Context: an optimization exercise on an open-source flow, tuned for small area, a short achievable clock period and few clock cycles per item. The choices shown serve that exercise and are no tape-out recipe. The RTL of this run was laid out without a check of its function.

## design/flow/design.v

```verilog
module fmul64 (
    input  wire        clk,
    input  wire        rst,           
    input  wire        in_valid,
    output wire        in_ready,
    input  wire [63:0] in_a,
    input  wire [63:0] in_b,
    input  wire [1:0]  in_rm,
    input  wire        in_uft,
    output wire        out_valid,
    input  wire        out_ready,
    output reg  [63:0] out_result,
    output reg  [4:0]  out_flags
);
    localparam [4:0] F_NV = 5'd1, F_DZ = 5'd2, F_OF = 5'd4, F_UF = 5'd8, F_NX = 5'd16;
    localparam [63:0] DEFAULT_NAN = 64'h7FF8_0000_0000_0000;
    localparam [63:0] MAXF        = 64'h7FEF_FFFF_FFFF_FFFF;
    localparam [1:0] S_IDLE = 2'd0, S_CALC = 2'd1, S_DONE = 2'd2;
    reg [1:0]  state;
    reg [63:0] a, b;
    reg [1:0]  rm;
    reg        uft;
    assign in_ready  = (state == S_IDLE);
    assign out_valid = (state == S_DONE);
    wire        sa = a[63], sb = b[63];
    wire [10:0] xa = a[62:52], xb = b[62:52];
    wire [51:0] fa = a[51:0],  fb = b[51:0];
    wire        sign = sa ^ sb;
    wire a_nan  = (xa == 11'h7FF) && (fa != 52'd0);
    wire b_nan  = (xb == 11'h7FF) && (fb != 52'd0);
    wire a_snan = a_nan && !fa[51];
    wire b_snan = b_nan && !fb[51];
    wire a_inf  = (xa == 11'h7FF) && (fa == 52'd0);
    wire b_inf  = (xb == 11'h7FF) && (fb == 52'd0);
    wire a_zero = (xa == 11'd0) && (fa == 52'd0);
    wire b_zero = (xb == 11'd0) && (fb == 52'd0);
    wire [52:0] ma = {xa != 11'd0, fa};
    wire [52:0] mb = {xb != 11'd0, fb};
    wire [10:0] ea = (xa == 11'd0) ? 11'd1 : xa;
    wire [10:0] eb = (xb == 11'd0) ? 11'd1 : xb;
    wire [105:0] prod = ma * mb;
    wire signed [13:0] E = $signed({3'd0, ea}) + $signed({3'd0, eb}) - 14'sd2150;
    reg [6:0] lead;
    integer i;
    always @* begin
        lead = 7'd0;
        for (i = 0; i < 106; i = i + 1)
            if (prod[i])
                lead = i[6:0];
    end
    wire signed [13:0] e_val = E + $signed({7'd0, lead});
    wire               below = (e_val < -14'sd1022);
    wire signed [13:0] lim   = -14'sd1022 - E;
    wire signed [13:0] top   = below ? lim : $signed({7'd0, lead});
    wire signed [13:0] shamt = top - 14'sd52;
    wire [7:0]         sh    = (shamt > 14'sd108) ? 8'd108 : shamt[7:0];
    wire [107:0] ext     = {prod, 2'b00};
    wire [107:0] shifted = ext >> sh;
    wire [52:0]  k       = shifted[54:2];
    wire         rbit    = shifted[1];
    wire         sticky  = shifted[0] || ((ext & ~({108{1'b1}} << sh)) != 108'd0);
    wire         inexact = rbit || sticky;
    function round_up;
        input [1:0] mode;
        input       neg;
        input       lsb;
        input       r;
        input       s;
        begin
            case (mode)
                2'd0:    round_up = r && (s || lsb);
                2'd2:    round_up = !neg && (r || s);
                2'd3:    round_up = neg && (r || s);
                default: round_up = 1'b0;
            endcase
        end
    endfunction
    wire [53:0] kr    = {1'b0, k} + {53'd0, round_up(rm, sign, k[0], rbit, sticky)};
    wire        carry = kr[53];
    wire [52:0] kf    = carry ? kr[53:1] : kr[52:0];
    wire [107:0] sh53   = ext >> (lead - 7'd52);
    wire [52:0]  k53    = sh53[54:2];
    wire         r53    = sh53[1];
    wire         s53    = sh53[0] || ((ext & ~({108{1'b1}} << (lead - 7'd52))) != 108'd0);
    wire         up53   = round_up(rm, sign, k53[0], r53, s53);
    wire         tiny   = below && !((e_val == -14'sd1023) && (&k53) && up53);
    wire signed [13:0] bexp = below ? 14'sd0 : (e_val + 14'sd1023);
    wire signed [13:0] bexp_r = bexp + (carry ? 14'sd1 : 14'sd0);
    wire               ovf  = bexp_r >= 14'sd2047;
    wire [10:0] xfield = below ? {10'd0, kf[52]} : bexp_r[10:0];
    reg [63:0] res;
    reg [4:0]  flg;
    always @* begin
        res = 64'd0;
        flg = 5'd0;
        if (a_nan || b_nan) begin
            res = (a_nan ? a : b) | 64'h0008_0000_0000_0000;
            flg = (a_snan || b_snan) ? F_NV : 5'd0;
        end else if (a_inf || b_inf) begin
            if (a_zero || b_zero) begin
                res = DEFAULT_NAN;
                flg = F_NV;
            end else begin
                res = {sign, 11'h7FF, 52'd0};
            end
        end else if (a_zero || b_zero) begin
            res = {sign, 63'd0};
        end else if (ovf) begin
            if (rm == 2'd0 || (rm == 2'd2 && !sign) || (rm == 2'd3 && sign))
                res = {sign, 11'h7FF, 52'd0};
            else
                res = {sign, MAXF[62:0]};
            flg = F_OF | F_NX;
        end else begin
            res = {sign, xfield, kf[51:0]};
            flg = (inexact ? F_NX : 5'd0) |
                  ((tiny && (inexact || uft)) ? F_UF : 5'd0);
        end
    end
    always @(posedge clk) begin
        if (rst) begin
            state <= S_IDLE;
        end else begin
            case (state)
            S_IDLE: if (in_valid) begin
                a     <= in_a;
                b     <= in_b;
                rm    <= in_rm;
                uft   <= in_uft;
                state <= S_CALC;
            end
            S_CALC: begin
                out_result <= res;
                out_flags  <= flg;
                state      <= S_DONE;
            end
            default: if (out_ready)
                state <= S_IDLE;
            endcase
        end
    end
endmodule
```

## design/flow/run.sh

```bash
#!/bin/bash
# synth_recipe.tcl (not shown) runs the flow's synth.tcl, then flattens the netlist and writes it again
# the make line also repeats each setting of config.mk as NAME=value (left out here)
make -C /OpenROAD-flow-scripts/flow DESIGN_CONFIG=/design/flow/config.mk WORK_HOME=/design/flow/orfs CLKGATE_MAP_FILE= SYNTH_SCRIPT=/design/flow/synth_recipe.tcl finish
```

## design/flow/config.mk

```make
export PLATFORM = sky130hd
export DESIGN_NAME = fmul64
export DESIGN_NICKNAME = fmul64
export VERILOG_FILES = /design/flow/design.v
export SDC_FILE = /design/flow/constraint.sdc
export NUM_CORES = 4
export LEC_CHECK = 0
export CAP_MARGIN = 20
export CORE_MARGIN = 2
export CORE_UTILIZATION = 40
export SLEW_MARGIN = 20
```

## design/flow/constraint.sdc

```tcl
create_clock -name core_clock -period 27.0 [get_ports {clk}]
set_input_delay 5.4000 -clock core_clock [delete_from_list [all_inputs] [get_ports {clk}]]
set_output_delay 5.4000 -clock core_clock [all_outputs]
set_load 0.01 [all_outputs]
```

==> flow_summary.toml <==
[final_layout]
fillCellCount = 29800
final_nets = 17100
final_cell_area_um2 = 127000
area_delta_synth_final_pct = 6.46
fin_cells = 17800
layout-drive-gt1-share = 0.0506
register_area_um2 = 6020
multi_input_area_um2 = 99800

[critical_path]
crit_required_ns = 27.37
critPathMaxFanout = 30
crit_type = "reg -> reg"
start_kind = "register"
crit_top_cell = "fa_1"
crit_path_end_kind = "register"
critPathSlowestCell = "nor3b_1"
crit_path_max_incr_delay_ns = 0.91
cp.arrival_ns = 25.26

[clocking]
cts_max_level = 1
cts_root_buffer = "clkbuf_16"
cts_buffers = 25
clk_pin_slew_ns = 0.07
clock_path_buffers = 3
insertion_delay_ns = 0.67
clock-sinks = 201
cts_hold_buf = 0
cts_setup_buffers = 0
cts_resized = 0
cts_tree = "built"

[logic_synthesis]
synth_warnings = 1
ys_seq_area_frac = 0.0505
synth_fp_nets = 17500
syn_inst = 14200
synth_enable_flop_cells = 199
synth_cell_types = 119
yosys_register_bits = 201
syn_area_per_cell_um2 = 8.37
ys_dominant_reg_cell = "edfxtp_1"
synthArstFlopShare = 0
synth_area_um2 = 119000

[detailed_routing]
drc = 0
totalWireLength_um = 537000
ant_nets = 0
drt_iter0_drc = 11600
vias_per_cell = 5.94
vias = 106000
post_drt_wl_per_cell_um = 30.1
first_pass_iters = 6

[die]
core_area_um2 = 297000
dieArea_um2 = 302000
die_y_um = 550
rows = 200
start_util = 0.402
die_w_um = 550
ios = 206

[timing]
tightest_slew_ns = 1.26
slew_viol_final = 0
min_period_over_period = 0.922
tns_ns = 0
max_freq_ghz = 0.0402
maxSlewHeadroom = 0.162
fin_skew_ns = 0.0290
hold_violations = 0
setup_viol = 0
rsz0062_at_grt = "false"
min_period_ns = 24.88

[grt]
grt_pass1_vias = 110000
grt_max_degree = 103
grt.total_usage = 0.356
grt_first_pass_wirelength_um = 784000
antenna_found_initial = 44
overflow = 0

[outcome]
status = "complete, no violations"

[min_path]
hold_class = "reg -> reg"

[placement]
dp_hpwl_um = 423000
gp_congestion = 1.07
place_area_um2 = 126000
dp.cells = 17800
port_buffers = 204

[flow_run]
drv_cap = 0
-- worst max-delay path: cells and delay by family (launching register included) --
| family | cells | cell delay [ns] |
|---|---|---|
| AOI/OAI and AO/OA | 26 | 7.58 |
| and+or+nand+nor | 24 | 7.15 |
| adders and majority gates | 14 | 6.16 |
| buffers and inverters | 12 | 2.69 |
| xor gates and xnor gates | 2 | 0.36 |
| DFF | 1 | 0.32 |
| muxes | 1 | 0.17 |
-- metal layers --
layer | vias to the layer above | routed length (µm) | global-route usage
li1 | 43900 | - | -
met1 | 55000 | 217000 | 0.474
met2 | 5836 | 239000 | 0.555
met3 | 1166 | 46900 | 0.0581
met4 | 16 | 33200 | 0.186
met5 | - | 98 | 0
-- synthesized netlist by cell type, drive strengths merged, types with 32 or more instances --
master   instances  area [µm²]
fa            2604       52100
inv           2514        9440
nand2         2166        8130
and2          1248        7810
clkbuf         887        3330
a21oi          552        2800
nor2           534        2010
ha             523        6540
o21ai          522        2640
edfxtp         199        5980
nand3          190         951
nor3           183         957
buf            162         977
o22ai          133         851
a211oi         131        1020
xnor2          119        1070
o211ai         106         806
nor4            86         563
xor2            85         767
nand4           81         519
a22oi           79         603
a21o            75         563
mux2i           74         744
a31oi           71         444
and3            63         394
or2             54         338
a221oi          52         462
o21a            48         360
or3             42         278
nand2b          37         231
nor2b           33         206
o21bai          33         248
a21boi          32         251
o2111ai         32         280
-- stage by stage --
stage	hold slack [ns]	worst slack, ns	util
global placement	0.577	2.50	0.424
finish	0.583	2.12	0.428
global route	0.654	1.17	0.427
detailed placement	0.578	2.77	0.424
CTS	0.586	2.63	0.427
floorplan	0.491	5.83	-
-- path summary, 6_finish.rpt --
path | slack (ns) | cells past startpoint | startpoint | to
setup / recovery | 2.12 | 79 | b[5] | out_result[38]
hold / removal | 0.58 | 1 | state[1] | state[1]
setup reg to reg | 2.12 | 79 | b[5] | out_result[38]
hold reg to reg | 0.58 | 1 | state[1] | state[1]
-- sequential cells by signal, summed over array words and instances, names as in the netlist --
name,count
b,64
out_flags,4
uft,1
out_result,64
a,64
rm,2
state,2
-- area by class of cell --
| class | instances | share of cell area |
|---|---|---|
| antenna | 35 | 0.000691 |
| clock buffer | 26 | 0.00496 |
| clock inverter | 20 | 0.00169 |
| inverter | 2515 | 0.0744 |
| multi-input combinational | 10500 | 0.787 |
| sequential | 201 | 0.0474 |
| tap | 3939 | 0.0389 |
| timing repair buffer | 644 | 0.0449 |
-- cells in the final DEF (no fill, tap or decap), drive strengths merged, types with 204 or more instances in the layout --
| cell | count |
|---|---|
| inv | 2517 |
| o21ai | 522 |
| nor2 | 534 |
| buf | 439 |
| fa | 2604 |
| clkdlybuf4s50 | 204 |
| and2 | 1248 |
| ha | 523 |
| nand2 | 2166 |
| a21oi | 552 |
-- logic make-up after synthesis --
group,share of synthesized area
and+or+nand+nor,0.195
AOI/OAI and AO/OA,0.123
buffers and inverters,0.115
xor gates and xnor gates,0.0154
adders and majority gates,0.493
other,0.0000315
DFF,0.0505
muxes,0.00861

separate check: timing with driven ports:
The results above use ideal ports. As a check the final layout listed here was re-extracted and re-timed, cells and wires unchanged. Step 1 (the two cells are an assumption about what drives the block):
set clk [get_ports {clk}]
set_driving_cell -lib_cell sky130_fd_sc_hd__clkbuf_16 $clk
set_driving_cell -lib_cell sky130_fd_sc_hd__buf_2 [delete_from_list [all_inputs] $clk]
Step 2, shift: input delay + t, output delay - t, t = (earliest + latest rising clock arrival at the registers) / 2. This alone moves slack from input paths to output paths. Three values: ideal ports, drivers, drivers and shift; two values: the first two.
t, ns: 0.744
setup WS [ns]: 2.119 / 2.119 / 2.119
worst slew at a driven data input, ns: 0.16
pins driven straight from the clock port: 1
After both steps setup and hold are still met in this run. For this run, drivers alone change the setup slack by 0.000 ns; drivers and shift together by 0.000 ns.
